Background: an optimization exercise with open tools, aiming at small area, a short achievable clock period and few clock cycles per item. Do not read the settings as production practice.
Only simulation tests tie the RTL to the original design; equivalence was not proved.
Power and IR drop assume default switching activity.

// edge_xing
module edge_xing (
    input  wire               clk,
    input  wire               rst,
    input  wire               in_valid,
    output wire               in_ready,
    input  wire signed [19:0] in_xa,
    input  wire signed [19:0] in_ya,
    input  wire signed [19:0] in_xb,
    input  wire signed [19:0] in_yb,
    input  wire signed [15:0] in_row,
    output wire               out_valid,
    input  wire               out_ready,
    output wire               out_hit,
    output wire               out_last,
    output wire        [7:0]  out_k,
    output wire               out_dir,
    output wire signed [27:0] out_x
);
For scale: roughly 2500 cells after synthesis, ~140 I/O pins.
==> flow/config.mk <==
export PLATFORM = sky130hd
export DESIGN_NAME = edge_xing
export DESIGN_NICKNAME = edge_xing
export VERILOG_FILES = /design/flow/design.v
export SDC_FILE = /design/flow/constraint.sdc
export NUM_CORES = 4
export LEC_CHECK = 0
export CAP_MARGIN = 20
export CORE_MARGIN = 2
export CORE_UTILIZATION = 75
export CTS_CLUSTER_DIAMETER = 80
export CTS_CLUSTER_SIZE = 40
export SLEW_MARGIN = 20
==> flow/constraint.sdc <==
create_clock -name core_clock -period 20.0 [get_ports {clk}]
set_input_delay 4.0000 -clock core_clock [delete_from_list [all_inputs] [get_ports {clk}]]
set_output_delay 4.0000 -clock core_clock [all_outputs]
set_load 0.01 [all_outputs]
standard.sh (not shown) runs the stock make flow with config.mk's settings and CLKGATE_MAP_FILE= SYNTH_SCRIPT=/design/flow/synth_recipe.tcl, a recipe that flattens the netlist after the stock synthesis.
==> flow/flow/run.sh <==
#!/bin/bash
# Standard synthesis and layout, with faster port buffers (buf_2 instead of
# the delay-cell buffers that buffer_ports picks by default), timing repair
# aimed well below the 20 ns clock, and no dummy loads in the clock tree.
set -euo pipefail
export BUFFER_PORTS_ARGS="-buffer_cell sky130_fd_sc_hd__buf_2"
export SETUP_SLACK_MARGIN=14.8
export CTS_ARGS="-sink_clustering_enable -repair_clock_nets -dont_use_dummy_load"
bash standard.sh synth > synth.log 2>&1
bash standard.sh finish > layout.log 2>&1
Testbench counts at the start, summed over its fixed seeds: cycles 178,539, edges 960.
Edit:
==> flow/run.sh (new file) <==
#!/bin/bash
# synth_recipe.tcl (not shown) runs the flow's synth.tcl, then flattens the netlist and writes it again
# the make line also repeats each setting of config.mk as NAME=value (left out here)
make -C /OpenROAD-flow-scripts/flow DESIGN_CONFIG=/design/flow/config.mk WORK_HOME=/design/flow/orfs CLKGATE_MAP_FILE= SYNTH_SCRIPT=/design/flow/synth_recipe.tcl finish
CTS_CLUSTER_DIAMETER = unset   (was 80)
CTS_CLUSTER_SIZE = unset   (was 40)
removed: flow/flow/run.sh
removed: flow/standard.sh
Result: Register-to-register slack degrades by 0.36 ns. Cell count grows by 0.71%. Area after synthesis stays the same. Setup slack degrades by 0.48 ns. Via count grows by 0.77%. Combinational power grows by about 2%. Design area grows by 3.2%. Die area is unchanged. Critical path depth stays the same. Fmax shrinks by 8.5%. Clock-buffer cell count grows by 10.
Edit:
==> flow/flow/run.sh (new file) <==
#!/bin/bash
# Standard synthesis and layout, with faster port buffers (buf_2 instead of
# the delay-cell buffers that buffer_ports picks by default), timing repair
# aimed well below the 20 ns clock, and no dummy loads in the clock tree.
set -euo pipefail
export BUFFER_PORTS_ARGS="-buffer_cell sky130_fd_sc_hd__buf_2"
export SETUP_SLACK_MARGIN=14.8
export CTS_ARGS="-sink_clustering_enable -repair_clock_nets -dont_use_dummy_load"
bash standard.sh synth > synth.log 2>&1
bash standard.sh finish > layout.log 2>&1
==> flow/standard.sh (new file) <==
#!/bin/bash
# synth_recipe.tcl (not shown) runs the flow's synth.tcl, then flattens the netlist and writes it again
# the make line also repeats each setting of config.mk as NAME=value (left out here)
make -C /OpenROAD-flow-scripts/flow DESIGN_CONFIG=/design/flow/config.mk WORK_HOME=/design/flow/orfs CLKGATE_MAP_FILE= SYNTH_SCRIPT=/design/flow/synth_recipe.tcl "${@:-finish}"
CTS_BUF_LIST = sky130_fd_sc_hd__clkbuf_8   (was unset)
removed: flow/run.sh
After rerunning: Non-clock buffer count climbs by 4; routed wire length drops by 1.8%; register-to-register slack gains 0.36 ns; core utilization went down by 2.7 points; flip-flop and latch count stays the same; synthesized cell count does not change; power falls by 2.4%.
Edit:
CTS_BUF_LIST = sky130_fd_sc_hd__clkbuf_4   (was sky130_fd_sc_hd__clkbuf_8)
Result: The new run finished with timing, DRC and antenna clean. Total power stays the same. Maximum frequency stays the same. Combinational power is about the same.

* * *

edge_xing, a different RTL version from the one above (not shown whole).
For scale: ~22000 um2 of cells after synthesis.
Design edge_xing, start of the top module:
module edge_xing (
    input  wire               clk,
    input  wire               rst,
    input  wire               in_valid,
    output wire               in_ready,
    input  wire signed [19:0] in_xa,
    input  wire signed [19:0] in_ya,
    input  wire signed [19:0] in_xb,
    input  wire signed [19:0] in_yb,
    input  wire signed [15:0] in_row,
    output wire               out_valid,
    input  wire               out_ready,
    output wire               out_hit,
    output wire               out_last,
    output wire        [7:0]  out_k,
    output wire               out_dir,
    output wire signed [27:0] out_x
);
export LEC_CHECK = 0
export CAP_MARGIN = 20
export CORE_MARGIN = 2
export CORE_UTILIZATION = 75
export SLEW_MARGIN = 20
create_clock -name core_clock -period 20.0 [get_ports {clk}]
==> flow/flow/run.sh <==
#!/bin/bash
# Standard synthesis and layout, with faster port buffers (buf_2 instead of
# the delay-cell buffers that buffer_ports picks by default), timing repair
# aimed well below the 20 ns clock, and no dummy loads in the clock tree.
set -euo pipefail
export BUFFER_PORTS_ARGS="-buffer_cell sky130_fd_sc_hd__buf_2"
export SETUP_SLACK_MARGIN=14.7
export CTS_ARGS="-sink_clustering_enable -repair_clock_nets -dont_use_dummy_load"
bash standard.sh synth > synth.log 2>&1
bash standard.sh finish > layout.log 2>&1
Testbench counts at the start, summed over its fixed seeds: cycles 179,324, edges 960.
Rerun with:
--- a/flow/flow/run.sh
+++ b/flow/flow/run.sh
@@ -6,3 +6,3 @@
 export BUFFER_PORTS_ARGS="-buffer_cell sky130_fd_sc_hd__buf_2"
-export SETUP_SLACK_MARGIN=14.7
+export SETUP_SLACK_MARGIN=14.5
 export CTS_ARGS="-sink_clustering_enable -repair_clock_nets -dont_use_dummy_load"
CORE_UTILIZATION = 60   (was 75)
Effect:
- The changed run went through all stages and came out clean
- final cell count is higher by about 2.7%
- routed wire length is lower by 3.6%
- die area is higher by 24%
- setup slack loses 0.16 ns
- hold slack loses 0.013 ns
Rerun with:
==> flow/flow/run.sh (replaced) <==
#!/bin/bash
# Standard synthesis and layout, with faster port buffers (buf_2 instead of
# the default delay-cell buffers that buffer_ports picks) and timing repair
# aimed well below the 20 ns clock.
set -euo pipefail
export BUFFER_PORTS_ARGS="-buffer_cell sky130_fd_sc_hd__buf_2"
export SETUP_SLACK_MARGIN=14.5
bash standard.sh synth > synth.log 2>&1
bash standard.sh finish > layout.log 2>&1
CORE_UTILIZATION = 40   (was 60)
After rerunning: Cell count is higher by 8.9%. First-iteration DRC count falls by 0.45%. Routed wire length went up by 6.9%. Worst setup slack improved by 0.029 ns. Global-route usage came out lower by 9.5 points. Worst hold slack loses 0.020 ns.

* * *

== run A ==
The RTL this note starts from:
==> flow/design.v <==
module edge_xing (
    input  wire               clk,
    input  wire               rst,
    input  wire               in_valid,
    output wire               in_ready,
    input  wire signed [19:0] in_xa,
    input  wire signed [19:0] in_ya,
    input  wire signed [19:0] in_xb,
    input  wire signed [19:0] in_yb,
    input  wire signed [15:0] in_row,
    output wire               out_valid,
    input  wire               out_ready,
    output wire               out_hit,
    output wire               out_last,
    output wire        [7:0]  out_k,
    output wire               out_dir,
    output wire signed [27:0] out_x
);
    localparam integer I_IDLE = 0, I_PA = 1, I_PB = 2, I_DIV = 3, I_LP = 4,
                       I_FL = 5, I_OUT = 6;
    localparam [6:0] S_IDLE = 7'd1 << I_IDLE;
    reg  [6:0]  st;
    reg         rdy, pend;
    reg         cen;     
    reg  signed [19:0] cxa, cya, cxb, cyb;
    reg  signed [15:0] crow;
    wire        [24:0] tr   = {cyb[8:0], crow};
    wire        [24:0] ss_q = {cya[4:0], cxa};
    wire        [20:0] ss_r = {cxb[5:0], cya[19:5]};
    reg         csw, cxs;    
    reg         neg, dir, hit, last, saved, cp;
    reg         xr_pre;   
    reg  [27:0] q1;      
    reg  [20:0] r1;      
    reg  [19:0] den;     
    reg  [27:0] x;       
    reg  [20:0] r;       
    reg  [7:0]  k;
    reg  [4:0]  kmax;    
    reg  [4:0]  cnt;
    wire acc = in_valid & rdy;
    wire signed [19:0] ylo = csw ? cyb : cya;
    wire signed [19:0] yhi = csw ? cya : cyb;
    wire signed [19:0] xlo = csw ? cxb : cxa;
    wire signed [19:0] xmn = cxs ? cxb : cxa;
    wire signed [19:0] xmx = cxs ? cxa : cxb;
    wire               p_neg = cxs ^ csw;
    wire        [20:0] p_den = {yhi[19], yhi} + ~{ylo[19], ylo} + {20'd0, ~p_neg};
    wire        [20:0] p_adx = {xmx[19], xmx} - {xmn[19], xmn};
    wire signed [21:0] r32 = {{1{crow[15]}}, crow, 5'b0};
    wire signed [21:0] ma = r32 - {{2{ylo[19]}}, ylo};
    wire signed [21:0] mb = r32 - {{2{yhi[19]}}, yhi};
    wire        [21:0] mbn = ~mb;                   
    wire               ma_pos = ~ma[21];           
    wire               p_hit = (cya != cyb) & mb[21] & (ma >= -22'sd31);
    wire        [4:0]  p_kmin = ma_pos ? 5'd0 : -ma[4:0];
    wire        [4:0]  p_kmax = (mbn[21:5] != 17'd0) ? 5'd31 : mbn[4:0];
    wire        [24:0] p_t = ma_pos ? {ma[20:0], 4'b0001} : 25'd1;
    wire               p_small = (p_adx[19:12] == 8'd0);
    wire [21:0] nden = {2'b11, ~den};                
    wire [21:0] ds1  = {r1, q1[27] & st[I_DIV]};
    wire [21:0] dh1  = {1'b0, ds1[21:1]} + nden + {21'd0, ~neg};    
    wire        dq1  = ~dh1[21];
    wire [20:0] ra   = dq1 ? {dh1[19:0], ds1[0]} : ds1[20:0];
    wire [27:0] q1_n = {q1[26:0], dq1};
    wire [21:0] sa = {1'b0, r};
    wire [21:0] sb = {1'b0, r1};
    wire [21:0] s  = sa + sb;
    wire [21:0] ca = {1'b0, sa[21:1]};
    wire [21:0] cb = {1'b0, sb[21:1]};
    wire [21:0] cs = ca ^ cb ^ nden;
    wire [21:0] cc = (ca & cb) | (ca & nden) | (cb & nden);
    wire [21:0] sh = cs + {cc[20:0], sa[0] & sb[0]} + {21'd0, ~neg};
    wire        c  = ~sh[21];
    wire [20:0] r_n = c ? {sh[19:0], s[0]} : s[20:0];
    wire [27:0] xb_ = (q1 & {28{~st[I_FL]}}) ^ {28{neg}};
    wire [27:0] x_n = x + xb_ + {27'd0, cp ^ neg};
    wire        t_last = (tr[24:1] == 24'd0);       
    wire [7:0]  k_inc = k + 8'd1;
    wire       div_end = (cnt == 5'd24);
    wire       out_end = st[I_OUT] & out_ready & last;
    wire [6:0] st_n;
    assign st_n[I_IDLE] = (st[I_IDLE] & ~acc) | (out_end & ~pend & ~acc);
    assign st_n[I_PA]   = (st[I_IDLE] & acc) | (out_end & ~pend & acc);
    assign st_n[I_PB]   = st[I_PA] | (out_end & pend);
    assign st_n[I_DIV]  = (st[I_PB] & p_hit) | (st[I_DIV] & ~div_end);
    assign st_n[I_LP]   = (st[I_DIV] & div_end) | (st[I_LP] & ~t_last);
    assign st_n[I_FL]   = st[I_LP] & t_last;
    assign st_n[I_OUT]  = (st[I_PB] & ~p_hit) | st[I_FL] | (st[I_OUT] & ~out_end);
    wire       pend_n = ~st[I_PA] & ~st[I_PB] & (pend | acc);
    wire       xr_pre_n = st_n[I_PB] | st_n[I_FL] |
                          (st_n[I_LP] & (st[I_LP] ? tr[1] : 1'b1));
    wire       xr_en = xr_pre | (st[I_OUT] & out_ready);
    assign in_ready  = rdy;
    assign out_valid = st[I_OUT];
    assign out_hit   = hit;
    assign out_last  = last;
    assign out_k     = k;
    assign out_dir   = dir;
    assign out_x     = x;
    always @(posedge clk) begin
        if (rst) begin
            st   <= S_IDLE;
            rdy  <= 1'b1;
            pend <= 1'b0;
        end else begin
            st   <= st_n;
            pend <= pend_n;
            rdy  <= st_n[I_IDLE] | (st_n[I_OUT] & ~pend_n);
        end
        cen <= rst | ~(pend_n | st_n[I_PA] | st_n[I_PB] | st_n[I_DIV] |
                       st_n[I_LP] | st_n[I_FL]);
        xr_pre <= xr_pre_n;
        if (xr_en) begin
            x  <= st[I_PB] ? {xlo, 8'd0} : x_n;
            r  <= st[I_PB] ? p_den[20:0] : r_n;
            cp <= ~st[I_PB] & c;
        end
        csw <= (cyb < cya);
        cxs <= (cxb < cxa);
        if (cen) begin
            cxa  <= in_xa;
            cya  <= in_ya;
            cxb  <= in_xb;
            cyb  <= in_yb;
            crow <= in_row;
        end else begin
            if (st[I_PB])
                {cyb[8:0], crow} <= p_t;
            else if (st[I_LP])
                {cyb[8:0], crow} <= {1'b0, tr[24:1]};
            if (st[I_LP] & ~saved)
                {cxb[5:0], cya, cxa} <= {ra, q1_n[24:0]};    
        end
        case (1'b1)
            st[I_PB]: begin
                neg   <= p_neg;
                dir   <= ~csw;
                hit   <= p_hit;
                last  <= 1'b1;
                saved <= 1'b0;
                k     <= {p_kmin, 3'b000};
                kmax  <= p_kmax;
                den   <= p_den[19:0];
                q1    <= p_small ? {p_adx[10:0], 17'd0} : {p_adx[18:0], 9'd0};
                r1    <= {20'd0, p_small ? p_adx[11] : p_adx[19]};
                cnt   <= p_small ? 5'd9 : 5'd1;
            end
            st[I_DIV]: begin
                q1  <= q1_n;
                r1  <= ra;
                cnt <= cnt + 5'd1;
            end
            st[I_LP]: begin
                saved <= 1'b1;
                if (t_last & saved) begin
                    q1 <= {3'b000, ss_q};
                    r1 <= ss_r;
                end else begin
                    q1 <= q1_n;
                    r1 <= ra;
                end
                last <= 1'b0;    
            end
            st[I_OUT]: begin
                if (out_ready) begin
                    k    <= k_inc;
                    last <= (k_inc == {kmax, 3'b111});
                end
            end
            default: ;
        endcase
    end
endmodule
export LEC_CHECK = 0
export CAP_MARGIN = 20
export CORE_MARGIN = 2
export CORE_UTILIZATION = 75
export SLEW_MARGIN = 20
create_clock -name core_clock -period 20.0 [get_ports {clk}]
==> flow/flow/run.sh <==
#!/bin/bash
# Standard synthesis and layout, with faster port buffers (buf_2 instead of
# the delay-cell buffers that buffer_ports picks by default), timing repair
# aimed well below the 20 ns clock, and a clock tree of clkbuf_4 cells
# without dummy loads.
set -euo pipefail
export BUFFER_PORTS_ARGS="-buffer_cell sky130_fd_sc_hd__buf_2"
export SETUP_SLACK_MARGIN=14.8
export CTS_ARGS="-sink_clustering_enable -repair_clock_nets -dont_use_dummy_load -buf_list sky130_fd_sc_hd__clkbuf_4"
bash standard.sh synth > synth.log 2>&1
bash standard.sh finish > layout.log 2>&1
Testbench counts of run A, summed over its fixed seeds: cycles 178,539, edges 960.
Modified inputs, run B compared to run A
--- a/flow/flow/run.sh
+++ b/flow/flow/run.sh
@@ -4 +4 @@
-# aimed well below the 20 ns clock, and a clock tree of clkbuf_4 cells
+# aimed well below the 20 ns clock, and a clock tree of clkbuf_8 cells
@@ -9 +9 @@
-export CTS_ARGS="-sink_clustering_enable -repair_clock_nets -dont_use_dummy_load -buf_list sky130_fd_sc_hd__clkbuf_4"
+export CTS_ARGS="-sink_clustering_enable -repair_clock_nets -dont_use_dummy_load -buf_list sky130_fd_sc_hd__clkbuf_8"
Results
Going from run A to run B, the core utilization was found to have gone down by 0.89 points.
Diff run A -> run B: setup slack of the critical path after layout went up by 0.20 ns; final routed wire length divided by cell count went down by 0.20 um; clock buffer count from CTS went down by 36%.
In the reports for run A and run B, the larger wire length belongs to run A.
The run showing the smaller met2 track demand over resource is run B.
Input changes introduced in run C (baseline for comparison: run B):
--- a/flow/flow/run.sh
+++ b/flow/flow/run.sh
@@ -4,2 +4 @@
-# aimed well below the 20 ns clock, and a clock tree of clkbuf_8 cells
-# without dummy loads.
+# aimed well below the 20 ns clock, and no dummy loads in the clock tree.
@@ -9 +8 @@
-export CTS_ARGS="-sink_clustering_enable -repair_clock_nets -dont_use_dummy_load -buf_list sky130_fd_sc_hd__clkbuf_8"
+export CTS_ARGS="-sink_clustering_enable -repair_clock_nets -dont_use_dummy_load"
==> run notes <==
Run C ends up with higher final instance area than run B does.
Compared to run B, run C has total power 1.9% higher.
Clock tree skew after final layout: run C vs run B down 0.012 ns
NOTE: setup slack in run C falls short of that of run B
Summary — wire length, run C relative to run B: higher, by 0.68%.
Total length of routed met3 wires for run C is higher than for run B.

==> static timing again, ports no longer ideal <==
No port has a modelled driver above. Below, the same layouts with a new extraction and two added sets of constraints.
Step 1 (the two cells are an assumption about what drives the block):
set clk [get_ports {clk}]
set_driving_cell -lib_cell sky130_fd_sc_hd__clkbuf_16 $clk
set_driving_cell -lib_cell sky130_fd_sc_hd__buf_2 [delete_from_list [all_inputs] $clk]
Step 2, shift: input delay + t, output delay - t, t = (earliest + latest rising clock arrival at the registers) / 2. This alone moves slack from input paths to output paths.
Slacks: ideal / step 1 / step 2; pairs: ideal / step 1.
| run | t (ns) | slack for setup (ns) | worst setup path after step 2 | worst slew at a driven data input, ns | cell pins on the clock port's net |
|---|---|---|---|---|---|
| the first run of note 1 | 0.615 | 14.774 / 14.719 / 14.531 | input to register | 0.05 | 1 |
| the second run of note 1 | 0.626 | 14.290 / 14.237 / 14.112 | input to register | 0.05 | 1 |
| the third run of note 1 | 0.615 | 14.774 / 14.719 / 14.531 | input to register | 0.05 | 1 |
| the fourth run of note 1 | 0.615 | 14.774 / 14.719 / 14.531 | input to register | 0.05 | 1 |
| the first run of note 2 | 0.603 | 14.737 / 14.723 / 14.169 | input to register | 0.06 | 1 |
| the second run of note 2 | 0.636 | 14.581 / 14.616 / 13.980 | input to register | 0.05 | 1 |
| the third run of note 2 | 0.654 | 14.610 / 14.551 / 14.013 | input to register | 0.04 | 1 |
| run A | 0.772 | 14.595 / 14.540 / 14.471 | input to register | 0.06 | 1 |
| run B | 0.607 | 14.792 / 14.740 / 14.556 | input to register | 0.04 | 1 |
| run C | 0.615 | 14.774 / 14.719 / 14.531 | input to register | 0.05 | 1 |
After both steps setup and hold are still met in every run listed. For the second run of note 2, which loses most, drivers alone change the setup slack by +0.035 ns; drivers and shift together by -0.601 ns.
